Source: an optimization exercise on an open RTL-to-GDS flow (aim: small area, a short achievable clock period and few clock cycles per item). Production flows keep margins and buffers that such runs may drop. The RTL was checked by simulation tests, not by an equivalence proof against the original design.

### flow/design.v
module rs_encoder (
    input  wire [127:0] data,     
    output wire [31:0]  check     
);
    localparam [7:0] G3 = 8'h0f, G2 = 8'h36, G1 = 8'h78, G0 = 8'h40;
    function automatic [7:0] gf_mul(input [7:0] a, input [7:0] b);
        integer i;
        reg [7:0] p, aa;
        begin
            p  = 8'h00;
            aa = a;
            for (i = 0; i < 8; i = i + 1) begin
                if (b[i]) p = p ^ aa;
                aa = {aa[6:0], 1'b0} ^ (aa[7] ? 8'h1d : 8'h00);
            end
            gf_mul = p;
        end
    endfunction
    reg [7:0] r3, r2, r1, r0, fb;
    integer d;
    always @* begin
        r3 = 8'h00; r2 = 8'h00; r1 = 8'h00; r0 = 8'h00;
        for (d = 0; d < 16; d = d + 1) begin
            fb = data[8*d +: 8] ^ r3;
            r3 = r2 ^ gf_mul(fb, G3);
            r2 = r1 ^ gf_mul(fb, G2);
            r1 = r0 ^ gf_mul(fb, G1);
            r0 = gf_mul(fb, G0);
        end
    end
    assign check = {r0, r1, r2, r3};
endmodule
module rs_cw_check (
    input  wire [159:0] cw,         
    output wire         zero,       
    output reg          single,     
    output reg  [4:0]   pos,        
    output wire [7:0]   err,        
    output wire         poison      
);
    localparam [31:0] POISON_SYN = {8'h3e, 8'hea, 8'h48, 8'h00};
    function automatic [7:0] gf_mul(input [7:0] a, input [7:0] b);
        integer i;
        reg [7:0] p, aa;
        begin
            p  = 8'h00;
            aa = a;
            for (i = 0; i < 8; i = i + 1) begin
                if (b[i]) p = p ^ aa;
                aa = {aa[6:0], 1'b0} ^ (aa[7] ? 8'h1d : 8'h00);
            end
            gf_mul = p;
        end
    endfunction
    function automatic [7:0] gf_inv(input [7:0] a);
        begin
            case (a)
            8'h00: gf_inv = 8'h00;
            8'h01: gf_inv = 8'h01;
            8'h02: gf_inv = 8'h8e;
            8'h03: gf_inv = 8'hf4;
            8'h04: gf_inv = 8'h47;
            8'h05: gf_inv = 8'ha7;
            8'h06: gf_inv = 8'h7a;
            8'h07: gf_inv = 8'hba;
            8'h08: gf_inv = 8'had;
            8'h09: gf_inv = 8'h9d;
            8'h0a: gf_inv = 8'hdd;
            8'h0b: gf_inv = 8'h98;
            8'h0c: gf_inv = 8'h3d;
            8'h0d: gf_inv = 8'haa;
            8'h0e: gf_inv = 8'h5d;
            8'h0f: gf_inv = 8'h96;
            8'h10: gf_inv = 8'hd8;
            8'h11: gf_inv = 8'h72;
            8'h12: gf_inv = 8'hc0;
            8'h13: gf_inv = 8'h58;
            8'h14: gf_inv = 8'he0;
            8'h15: gf_inv = 8'h3e;
            8'h16: gf_inv = 8'h4c;
            8'h17: gf_inv = 8'h66;
            8'h18: gf_inv = 8'h90;
            8'h19: gf_inv = 8'hde;
            8'h1a: gf_inv = 8'h55;
            8'h1b: gf_inv = 8'h80;
            8'h1c: gf_inv = 8'ha0;
            8'h1d: gf_inv = 8'h83;
            8'h1e: gf_inv = 8'h4b;
            8'h1f: gf_inv = 8'h2a;
            8'h20: gf_inv = 8'h6c;
            8'h21: gf_inv = 8'hed;
            8'h22: gf_inv = 8'h39;
            8'h23: gf_inv = 8'h51;
            8'h24: gf_inv = 8'h60;
            8'h25: gf_inv = 8'h56;
            8'h26: gf_inv = 8'h2c;
            8'h27: gf_inv = 8'h8a;
            8'h28: gf_inv = 8'h70;
            8'h29: gf_inv = 8'hd0;
            8'h2a: gf_inv = 8'h1f;
            8'h2b: gf_inv = 8'h4a;
            8'h2c: gf_inv = 8'h26;
            8'h2d: gf_inv = 8'h8b;
            8'h2e: gf_inv = 8'h33;
            8'h2f: gf_inv = 8'h6e;
            8'h30: gf_inv = 8'h48;
            8'h31: gf_inv = 8'h89;
            8'h32: gf_inv = 8'h6f;
            8'h33: gf_inv = 8'h2e;
            8'h34: gf_inv = 8'ha4;
            8'h35: gf_inv = 8'hc3;
            8'h36: gf_inv = 8'h40;
            8'h37: gf_inv = 8'h5e;
            8'h38: gf_inv = 8'h50;
            8'h39: gf_inv = 8'h22;
            8'h3a: gf_inv = 8'hcf;
            8'h3b: gf_inv = 8'ha9;
            8'h3c: gf_inv = 8'hab;
            8'h3d: gf_inv = 8'h0c;
            8'h3e: gf_inv = 8'h15;
            8'h3f: gf_inv = 8'he1;
            8'h40: gf_inv = 8'h36;
            8'h41: gf_inv = 8'h5f;
            8'h42: gf_inv = 8'hf8;
            8'h43: gf_inv = 8'hd5;
            8'h44: gf_inv = 8'h92;
            8'h45: gf_inv = 8'h4e;
            8'h46: gf_inv = 8'ha6;
            8'h47: gf_inv = 8'h04;
            8'h48: gf_inv = 8'h30;
            8'h49: gf_inv = 8'h88;
            8'h4a: gf_inv = 8'h2b;
            8'h4b: gf_inv = 8'h1e;
            8'h4c: gf_inv = 8'h16;
            8'h4d: gf_inv = 8'h67;
            8'h4e: gf_inv = 8'h45;
            8'h4f: gf_inv = 8'h93;
            8'h50: gf_inv = 8'h38;
            8'h51: gf_inv = 8'h23;
            8'h52: gf_inv = 8'h68;
            8'h53: gf_inv = 8'h8c;
            8'h54: gf_inv = 8'h81;
            8'h55: gf_inv = 8'h1a;
            8'h56: gf_inv = 8'h25;
            8'h57: gf_inv = 8'h61;
            8'h58: gf_inv = 8'h13;
            8'h59: gf_inv = 8'hc1;
            8'h5a: gf_inv = 8'hcb;
            8'h5b: gf_inv = 8'h63;
            8'h5c: gf_inv = 8'h97;
            8'h5d: gf_inv = 8'h0e;
            8'h5e: gf_inv = 8'h37;
            8'h5f: gf_inv = 8'h41;
            8'h60: gf_inv = 8'h24;
            8'h61: gf_inv = 8'h57;
            8'h62: gf_inv = 8'hca;
            8'h63: gf_inv = 8'h5b;
            8'h64: gf_inv = 8'hb9;
            8'h65: gf_inv = 8'hc4;
            8'h66: gf_inv = 8'h17;
            8'h67: gf_inv = 8'h4d;
            8'h68: gf_inv = 8'h52;
            8'h69: gf_inv = 8'h8d;
            8'h6a: gf_inv = 8'hef;
            8'h6b: gf_inv = 8'hb3;
            8'h6c: gf_inv = 8'h20;
            8'h6d: gf_inv = 8'hec;
            8'h6e: gf_inv = 8'h2f;
            8'h6f: gf_inv = 8'h32;
            8'h70: gf_inv = 8'h28;
            8'h71: gf_inv = 8'hd1;
            8'h72: gf_inv = 8'h11;
            8'h73: gf_inv = 8'hd9;
            8'h74: gf_inv = 8'he9;
            8'h75: gf_inv = 8'hfb;
            8'h76: gf_inv = 8'hda;
            8'h77: gf_inv = 8'h79;
            8'h78: gf_inv = 8'hdb;
            8'h79: gf_inv = 8'h77;
            8'h7a: gf_inv = 8'h06;
            8'h7b: gf_inv = 8'hbb;
            8'h7c: gf_inv = 8'h84;
            8'h7d: gf_inv = 8'hcd;
            8'h7e: gf_inv = 8'hfe;
            8'h7f: gf_inv = 8'hfc;
            8'h80: gf_inv = 8'h1b;
            8'h81: gf_inv = 8'h54;
            8'h82: gf_inv = 8'ha1;
            8'h83: gf_inv = 8'h1d;
            8'h84: gf_inv = 8'h7c;
            8'h85: gf_inv = 8'hcc;
            8'h86: gf_inv = 8'he4;
            8'h87: gf_inv = 8'hb0;
            8'h88: gf_inv = 8'h49;
            8'h89: gf_inv = 8'h31;
            8'h8a: gf_inv = 8'h27;
            8'h8b: gf_inv = 8'h2d;
            8'h8c: gf_inv = 8'h53;
            8'h8d: gf_inv = 8'h69;
            8'h8e: gf_inv = 8'h02;
            8'h8f: gf_inv = 8'hf5;
            8'h90: gf_inv = 8'h18;
            8'h91: gf_inv = 8'hdf;
            8'h92: gf_inv = 8'h44;
            8'h93: gf_inv = 8'h4f;
            8'h94: gf_inv = 8'h9b;
            8'h95: gf_inv = 8'hbc;
            8'h96: gf_inv = 8'h0f;
            8'h97: gf_inv = 8'h5c;
            8'h98: gf_inv = 8'h0b;
            8'h99: gf_inv = 8'hdc;
            8'h9a: gf_inv = 8'hbd;
            8'h9b: gf_inv = 8'h94;
            8'h9c: gf_inv = 8'hac;
            8'h9d: gf_inv = 8'h09;
            8'h9e: gf_inv = 8'hc7;
            8'h9f: gf_inv = 8'ha2;
            8'ha0: gf_inv = 8'h1c;
            8'ha1: gf_inv = 8'h82;
            8'ha2: gf_inv = 8'h9f;
            8'ha3: gf_inv = 8'hc6;
            8'ha4: gf_inv = 8'h34;
            8'ha5: gf_inv = 8'hc2;
            8'ha6: gf_inv = 8'h46;
            8'ha7: gf_inv = 8'h05;
            8'ha8: gf_inv = 8'hce;
            8'ha9: gf_inv = 8'h3b;
            8'haa: gf_inv = 8'h0d;
            8'hab: gf_inv = 8'h3c;
            8'hac: gf_inv = 8'h9c;
            8'had: gf_inv = 8'h08;
            8'hae: gf_inv = 8'hbe;
            8'haf: gf_inv = 8'hb7;
            8'hb0: gf_inv = 8'h87;
            8'hb1: gf_inv = 8'he5;
            8'hb2: gf_inv = 8'hee;
            8'hb3: gf_inv = 8'h6b;
            8'hb4: gf_inv = 8'heb;
            8'hb5: gf_inv = 8'hf2;
            8'hb6: gf_inv = 8'hbf;
            8'hb7: gf_inv = 8'haf;
            8'hb8: gf_inv = 8'hc5;
            8'hb9: gf_inv = 8'h64;
            8'hba: gf_inv = 8'h07;
            8'hbb: gf_inv = 8'h7b;
            8'hbc: gf_inv = 8'h95;
            8'hbd: gf_inv = 8'h9a;
            8'hbe: gf_inv = 8'hae;
            8'hbf: gf_inv = 8'hb6;
            8'hc0: gf_inv = 8'h12;
            8'hc1: gf_inv = 8'h59;
            8'hc2: gf_inv = 8'ha5;
            8'hc3: gf_inv = 8'h35;
            8'hc4: gf_inv = 8'h65;
            8'hc5: gf_inv = 8'hb8;
            8'hc6: gf_inv = 8'ha3;
            8'hc7: gf_inv = 8'h9e;
            8'hc8: gf_inv = 8'hd2;
            8'hc9: gf_inv = 8'hf7;
            8'hca: gf_inv = 8'h62;
            8'hcb: gf_inv = 8'h5a;
            8'hcc: gf_inv = 8'h85;
            8'hcd: gf_inv = 8'h7d;
            8'hce: gf_inv = 8'ha8;
            8'hcf: gf_inv = 8'h3a;
            8'hd0: gf_inv = 8'h29;
            8'hd1: gf_inv = 8'h71;
            8'hd2: gf_inv = 8'hc8;
            8'hd3: gf_inv = 8'hf6;
            8'hd4: gf_inv = 8'hf9;
            8'hd5: gf_inv = 8'h43;
            8'hd6: gf_inv = 8'hd7;
            8'hd7: gf_inv = 8'hd6;
            8'hd8: gf_inv = 8'h10;
            8'hd9: gf_inv = 8'h73;
            8'hda: gf_inv = 8'h76;
            8'hdb: gf_inv = 8'h78;
            8'hdc: gf_inv = 8'h99;
            8'hdd: gf_inv = 8'h0a;
            8'hde: gf_inv = 8'h19;
            8'hdf: gf_inv = 8'h91;
            8'he0: gf_inv = 8'h14;
            8'he1: gf_inv = 8'h3f;
            8'he2: gf_inv = 8'he6;
            8'he3: gf_inv = 8'hf0;
            8'he4: gf_inv = 8'h86;
            8'he5: gf_inv = 8'hb1;
            8'he6: gf_inv = 8'he2;
            8'he7: gf_inv = 8'hf1;
            8'he8: gf_inv = 8'hfa;
            8'he9: gf_inv = 8'h74;
            8'hea: gf_inv = 8'hf3;
            8'heb: gf_inv = 8'hb4;
            8'hec: gf_inv = 8'h6d;
            8'hed: gf_inv = 8'h21;
            8'hee: gf_inv = 8'hb2;
            8'hef: gf_inv = 8'h6a;
            8'hf0: gf_inv = 8'he3;
            8'hf1: gf_inv = 8'he7;
            8'hf2: gf_inv = 8'hb5;
            8'hf3: gf_inv = 8'hea;
            8'hf4: gf_inv = 8'h03;
            8'hf5: gf_inv = 8'h8f;
            8'hf6: gf_inv = 8'hd3;
            8'hf7: gf_inv = 8'hc9;
            8'hf8: gf_inv = 8'h42;
            8'hf9: gf_inv = 8'hd4;
            8'hfa: gf_inv = 8'he8;
            8'hfb: gf_inv = 8'h75;
            8'hfc: gf_inv = 8'h7f;
            8'hfd: gf_inv = 8'hff;
            8'hfe: gf_inv = 8'h7e;
            8'hff: gf_inv = 8'hfd;
            endcase
        end
    endfunction
    reg [7:0] s0, s1, s2, s3;
    integer d;
    always @* begin
        s0 = 8'h00; s1 = 8'h00; s2 = 8'h00; s3 = 8'h00;
        for (d = 0; d < 20; d = d + 1) begin
            s0 = s0 ^ cw[8*d +: 8];
            s1 = gf_mul(s1, 8'h02) ^ cw[8*d +: 8];
            s2 = gf_mul(s2, 8'h04) ^ cw[8*d +: 8];
            s3 = gf_mul(s3, 8'h08) ^ cw[8*d +: 8];
        end
    end
    assign zero   = ({s3, s2, s1, s0} == 32'h0);
    assign poison = ({s3, s2, s1, s0} == POISON_SYN);
    assign err    = s0;
    reg [7:0] x, apow;
    reg       in_range;
    integer k;
    always @* begin
        x        = gf_mul(s1, gf_inv(s0));
        in_range = 1'b0;
        pos      = 5'd0;
        apow     = 8'h01;
        for (k = 0; k < 20; k = k + 1) begin
            if (x == apow) begin
                in_range = 1'b1;
                pos      = 5'd19 - k[4:0];
            end
            apow = gf_mul(apow, 8'h02);
        end
        single = (s0 != 8'h00) && in_range &&
                 (s2 == gf_mul(x, s1)) && (s3 == gf_mul(x, s2));
    end
endmodule
module dmc_line_decoder (
    input  wire         clk,
    input  wire         rst,           
    input  wire         in_valid,
    output wire         in_ready,
    input  wire [639:0] in_line,       
    output reg          out_valid,
    output reg  [511:0] out_data,      
    output reg  [127:0] out_check,     
    output reg  [1:0]   out_class,     
    output reg  [4:0]   out_dev        
);
    localparam [1:0] CLEAN = 2'd0, CORRECTED = 2'd1, POISONED = 2'd2, UNCORRECTABLE = 2'd3;
    localparam [31:0] MARK = 32'h00ff00ff;
    assign in_ready = 1'b1;
    reg         line_valid;
    reg [639:0] line;
    always @(posedge clk) begin
        if (rst) line_valid <= 1'b0;
        else     line_valid <= in_valid;
        if (in_valid) line <= in_line;
    end
    wire [3:0]  cw_zero, cw_single, cw_poison;
    wire [19:0] cw_pos;
    wire [31:0] cw_err;
    genvar w;
    generate
        for (w = 0; w < 4; w = w + 1) begin : g_cw
            rs_cw_check u_check (
                .cw     (line[160*w +: 160]),
                .zero   (cw_zero[w]),
                .single (cw_single[w]),
                .pos    (cw_pos[5*w +: 5]),
                .err    (cw_err[8*w +: 8]),
                .poison (cw_poison[w])
            );
        end
    endgenerate
    reg       clean, corrected, poisoned, same_dev, seen;
    reg [4:0] dev;
    integer i;
    always @* begin
        clean     = &cw_zero;
        same_dev  = 1'b1;
        seen      = 1'b0;
        dev       = 5'd0;
        for (i = 0; i < 4; i = i + 1) begin
            if (!cw_zero[i]) begin
                if (!cw_single[i])
                    same_dev = 1'b0;
                else if (!seen) begin
                    seen = 1'b1;
                    dev  = cw_pos[5*i +: 5];
                end else if (cw_pos[5*i +: 5] != dev)
                    same_dev = 1'b0;
            end
        end
        corrected = !clean && same_dev;
        poisoned  = &cw_poison;
    end
    wire [1:0] cls = clean     ? CLEAN :
                     corrected ? CORRECTED :
                     poisoned  ? POISONED : UNCORRECTABLE;
    reg [511:0] data;
    integer cw, d;
    always @* begin
        for (cw = 0; cw < 4; cw = cw + 1)
            for (d = 0; d < 16; d = d + 1)
                data[8*(16*cw+d) +: 8] = line[8*(20*cw+d) +: 8] ^
                    ((corrected && !cw_zero[cw] && dev == d[4:0]) ? cw_err[8*cw +: 8] : 8'h00);
    end
    wire [127:0] check;
    generate
        for (w = 0; w < 4; w = w + 1) begin : g_enc
            wire [31:0] enc;
            rs_encoder u_enc (.data(data[128*w +: 128]), .check(enc));
            assign check[32*w +: 32] = enc ^ (cls[1] ? MARK : 32'h0);
        end
    endgenerate
    always @(posedge clk) begin
        if (rst) out_valid <= 1'b0;
        else     out_valid <= line_valid;
        if (line_valid) begin
            out_data  <= data;
            out_check <= check;
            out_class <= cls;
            out_dev   <= corrected ? dev : 5'd0;
        end
    end
endmodule
### flow/run.sh
#!/bin/bash
# synth_recipe.tcl (not shown) runs the flow's synth.tcl, then flattens the netlist and writes it again
# the make line also repeats each setting of config.mk as NAME=value (left out here)
make -C /OpenROAD-flow-scripts/flow DESIGN_CONFIG=/design/flow/config.mk WORK_HOME=/design/flow/orfs CLKGATE_MAP_FILE= SYNTH_SCRIPT=/design/flow/synth_recipe.tcl finish
### flow/config.mk
export PLATFORM = sky130hd
export DESIGN_NAME = dmc_line_decoder
export DESIGN_NICKNAME = dmc_line_decoder
export VERILOG_FILES = /design/flow/design.v
export SDC_FILE = /design/flow/constraint.sdc
export NUM_CORES = 4
export LEC_CHECK = 0
export CAP_MARGIN = 20
export CORE_MARGIN = 2
export CORE_UTILIZATION = 40
export SLEW_MARGIN = 20
### flow/constraint.sdc
create_clock -name core_clock -period 32.0 [get_ports {clk}]
set_input_delay 6.4000 -clock core_clock [delete_from_list [all_inputs] [get_ports {clk}]]
set_output_delay 6.4000 -clock core_clock [all_outputs]
set_load 0.01 [all_outputs]
==> qor.csv <==
metric;value;unit
status;timing/DRC/antenna clean;
hold slack;782;ps
Levels on crit path;61;
die area;503000;µm²
area of the multi-input gates;155000;µm²
GRT overflow;0;
I/O Buffers;1290;
GRT Total Usage;31.5;%
Slew HR;14.0;%
clock sink count;1289;
Finish-stage setup viols;0;
CTS H-Tree Depth;4;
io pins;1292;
R2R depth;61;
Post-Layout Cell Count;24683;
vias;139619;
Critical Path RT;32630;ps
Initial Utilization;40.1;%
worst path bufs/invs;2;
FILL cells;46046;
initial antenna violation count;82;
Worst Setup Start Kind;register;
Worst R2R Setup Slack;1980;ps
Gate Count Post-Synth;17173;
Tmin final;30020;ps
Final Hold Viols;0;
Tightest Pin Transition;1280;ps
FP Rows;259;
Routed Antenna Nets;0;
YS warnings;3;
post-synthesis cell area;199000;µm²
core box area;496000;µm²
DR DRC count;0;
drt pass-1 iters;9;
Fmax;0.0333;GHz
storage element area;38700;µm²
PostCTS Resize Cnt;0;
Hold Crit Start;line[334];
most used cell, CP;xnor3_1;
share of synthesized flip-flops with an asynchronous set or reset;0;%
nets;18552;
vias in the first global route;136312;
post-route clock period utilization;93.8;%
vias per cell;5.66;
DR iter-0 viols;18359;
largest net degree at the start of global routing;115;
register clock-pin slew on the reported worst setup and hold paths;70;ps
Routed WL;823000;µm
Seq/Total Area, Yosys;19.4;%
Setup Skew;65.8;ps
final setup TNS;0;ps
kind of end point of the critical path;register;
GP Congestion;1.01;
RSZ-0062 raised after global routing;no;
routed length per placed instance;33.3;µm
CTS tree;yes;
Area Growth Syn to Fin;12.5;%
most common cell after layout, fill and taps aside;xnor2_1;
fin. max-slew vios;0;
Chip Width;709;µm
Die H;709;µm
WP data arrival;30650;ps
global-route wire length before repair;1120000;µm
WHS Endpoint;out_data[270];
Main synth FF type;edfxtp_1;
Post-DP HPWL;660000;µm
cts hold-fix bufs;0;
Post-synth EDFFs;1287;
Crit path max-delay family;XOR/XNOR gates;
reg-to-reg endpoint;out_check[67];
Hold Path Class;reg -> reg;
max_cap viols;0;
Max Buffers Root-to-Sink;4;
Root Driver;clkbuf_16;
worst r2r src;line[321];
Crit Path Class;reg -> reg;
synth unique cells;122;
Syn Nets;17869;
commonest non-fill, non-tap cells in the layout;xnor2_1, xnor3_1, xor2_1, clkdlybuf4s50_1, edfxtp_1;
Worst path max stage delay;900;ps
Critical Path Fanout Max;43;
postcts setup bufs;0;
Util after Layout;45.1;%
share of cells above drive strength 1;7.96;%
Hold Path Depth;2;
cts bufs inserted;164;
clock latency (worst-skew pair);920;ps
#FFs+latches synth;1289;
Crit-path slowest cell;xnor3_1;
post-synthesis area per instance;11.6;µm²
total placed cells including tap cells;24344;
[cell families after synthesis]
kind of cell / after synthesis / share of synthesized area (%)
compound gates: 1386 / 4.91
buf+inv: 1292 / 2.99
mux: 146 / 0.781
fa+ha+maj: 53 / 0.333
xor+xnor: 10327 / 65.5
flops: 1289 / 19.4
other cells: 1 / 0.00188
simple gates: 2679 / 6.06
[final cells by class]
cell class	count	share of cell area, %
Antenna cell	40	0.0447
Clock buffer	190	1.90
Clock inverter	108	0.471
Inverter	168	0.282
Multi-Input combinational cell	14592	69.3
Sequential cell	1289	17.3
Tap cell	6655	3.72
Timing Repair Buffer	1641	6.98
[cells in the mapped netlist, drive strengths merged, types with 34 or more instances]
| master | count | area (µm²) |
|---|---|---|
| o2111ai | 40 | 363 |
| a31oi | 71 | 450 |
| xnor3 | 2171 | 49100 |
| and2 | 35 | 219 |
| o31ai | 37 | 292 |
| xor2 | 1726 | 16200 |
| o21ai | 239 | 1200 |
| buf | 520 | 3040 |
| ha | 53 | 663 |
| o311ai | 40 | 350 |
| nor3 | 227 | 1160 |
| a311oi | 49 | 442 |
| clkbuf | 604 | 2280 |
| nand4 | 74 | 469 |
| xor3 | 372 | 8880 |
| nand2b | 55 | 344 |
| mux2i | 125 | 1250 |
| nor2b | 57 | 357 |
| o221ai | 53 | 464 |
| o211ai | 90 | 676 |
| nor2 | 683 | 2570 |
| edfxtp | 1287 | 38600 |
| a211oi | 72 | 563 |
| nand3 | 274 | 1390 |
| a221oi | 50 | 438 |
| a21oi | 281 | 1410 |
| nand2 | 1036 | 3890 |
| nor4 | 63 | 419 |
| and3 | 51 | 319 |
| or3 | 34 | 213 |
| inv | 151 | 567 |
| xnor2 | 6058 | 56100 |
| o22ai | 56 | 357 |
[per-stage QoR]
step / area [µm²] / setup slack, ps
finish: 224000 / 1980
global route: 224000 / 1100
CTS: 224000 / 2390
detailed placement: 218000 / 2490
global placement: 218000 / 2540
floorplan: 199000 / 8750
[per-layer routing]
metal / vias up / GRT usage [%] / part of all wire, %
li1: 59702 / - / -
met1: 69917 / 42.8 / 41
met2: 8408 / 48.6 / 44
met3: 1548 / 6.20 / 9.7
met4: 44 / 14.4 / 5.5
met5: - / 0 / 0.037
[registers in the layout (all words and copies together), names as in the netlist]
name and count:
out_dev 5, out_data 512, out_class 2, line 640, line_valid 1, out_check 128, out_valid 1
[worst max path at each step]
stage | from | to | slack (ps)
after floorplan | line[64] | out_check[55] | 8750
after global routing | line[323] | out_check[67] | 1100
after global placement | line[321] | out_check[67] | 2540
final | line[321] | out_check[67] | 1980
after CTS | line[323] | out_check[67] | 2390
after detailed placement | line[323] | out_check[67] | 2490
[tightest hold or removal path: cells and delay by family (launching register included)]
family    cells  cell delay (ps)
buf+inv       1              210
xor+xnor      1              140
flops         1              320
Testbench counts, summed over its fixed seeds: cycles 16,016, items 16,000.

[separate check: timing with driven ports]
In the flow no input, the clock included, has a driving cell. The finished layout below was timed again as built, in two steps. Step 1, drivers: a clkbuf_16 drives clk and a buf_2 each remaining input, both assumed. Step 2 moves the port delays by t, midway between the first and last clock arrival at a register: inputs arrive t later, outputs are due t later. That takes back most of the time a late clock gives input paths. Slacks: ideal / step 1 / step 2; pairs: ideal / step 1.
t (ns): 1.004
setup WS [ns]: 1.979 / 1.979 / 1.979
hold WS [ns]: 0.782 / 0.782 / 0.782
slew at the worst register clock pin (ns): 0.09 / 0.09
worst data-port slew with drivers (ns): 0.42
After both steps this run still meets setup and hold. The setup slack of this run moves by 0.000 ns with the drivers and by 0.000 ns with both steps.
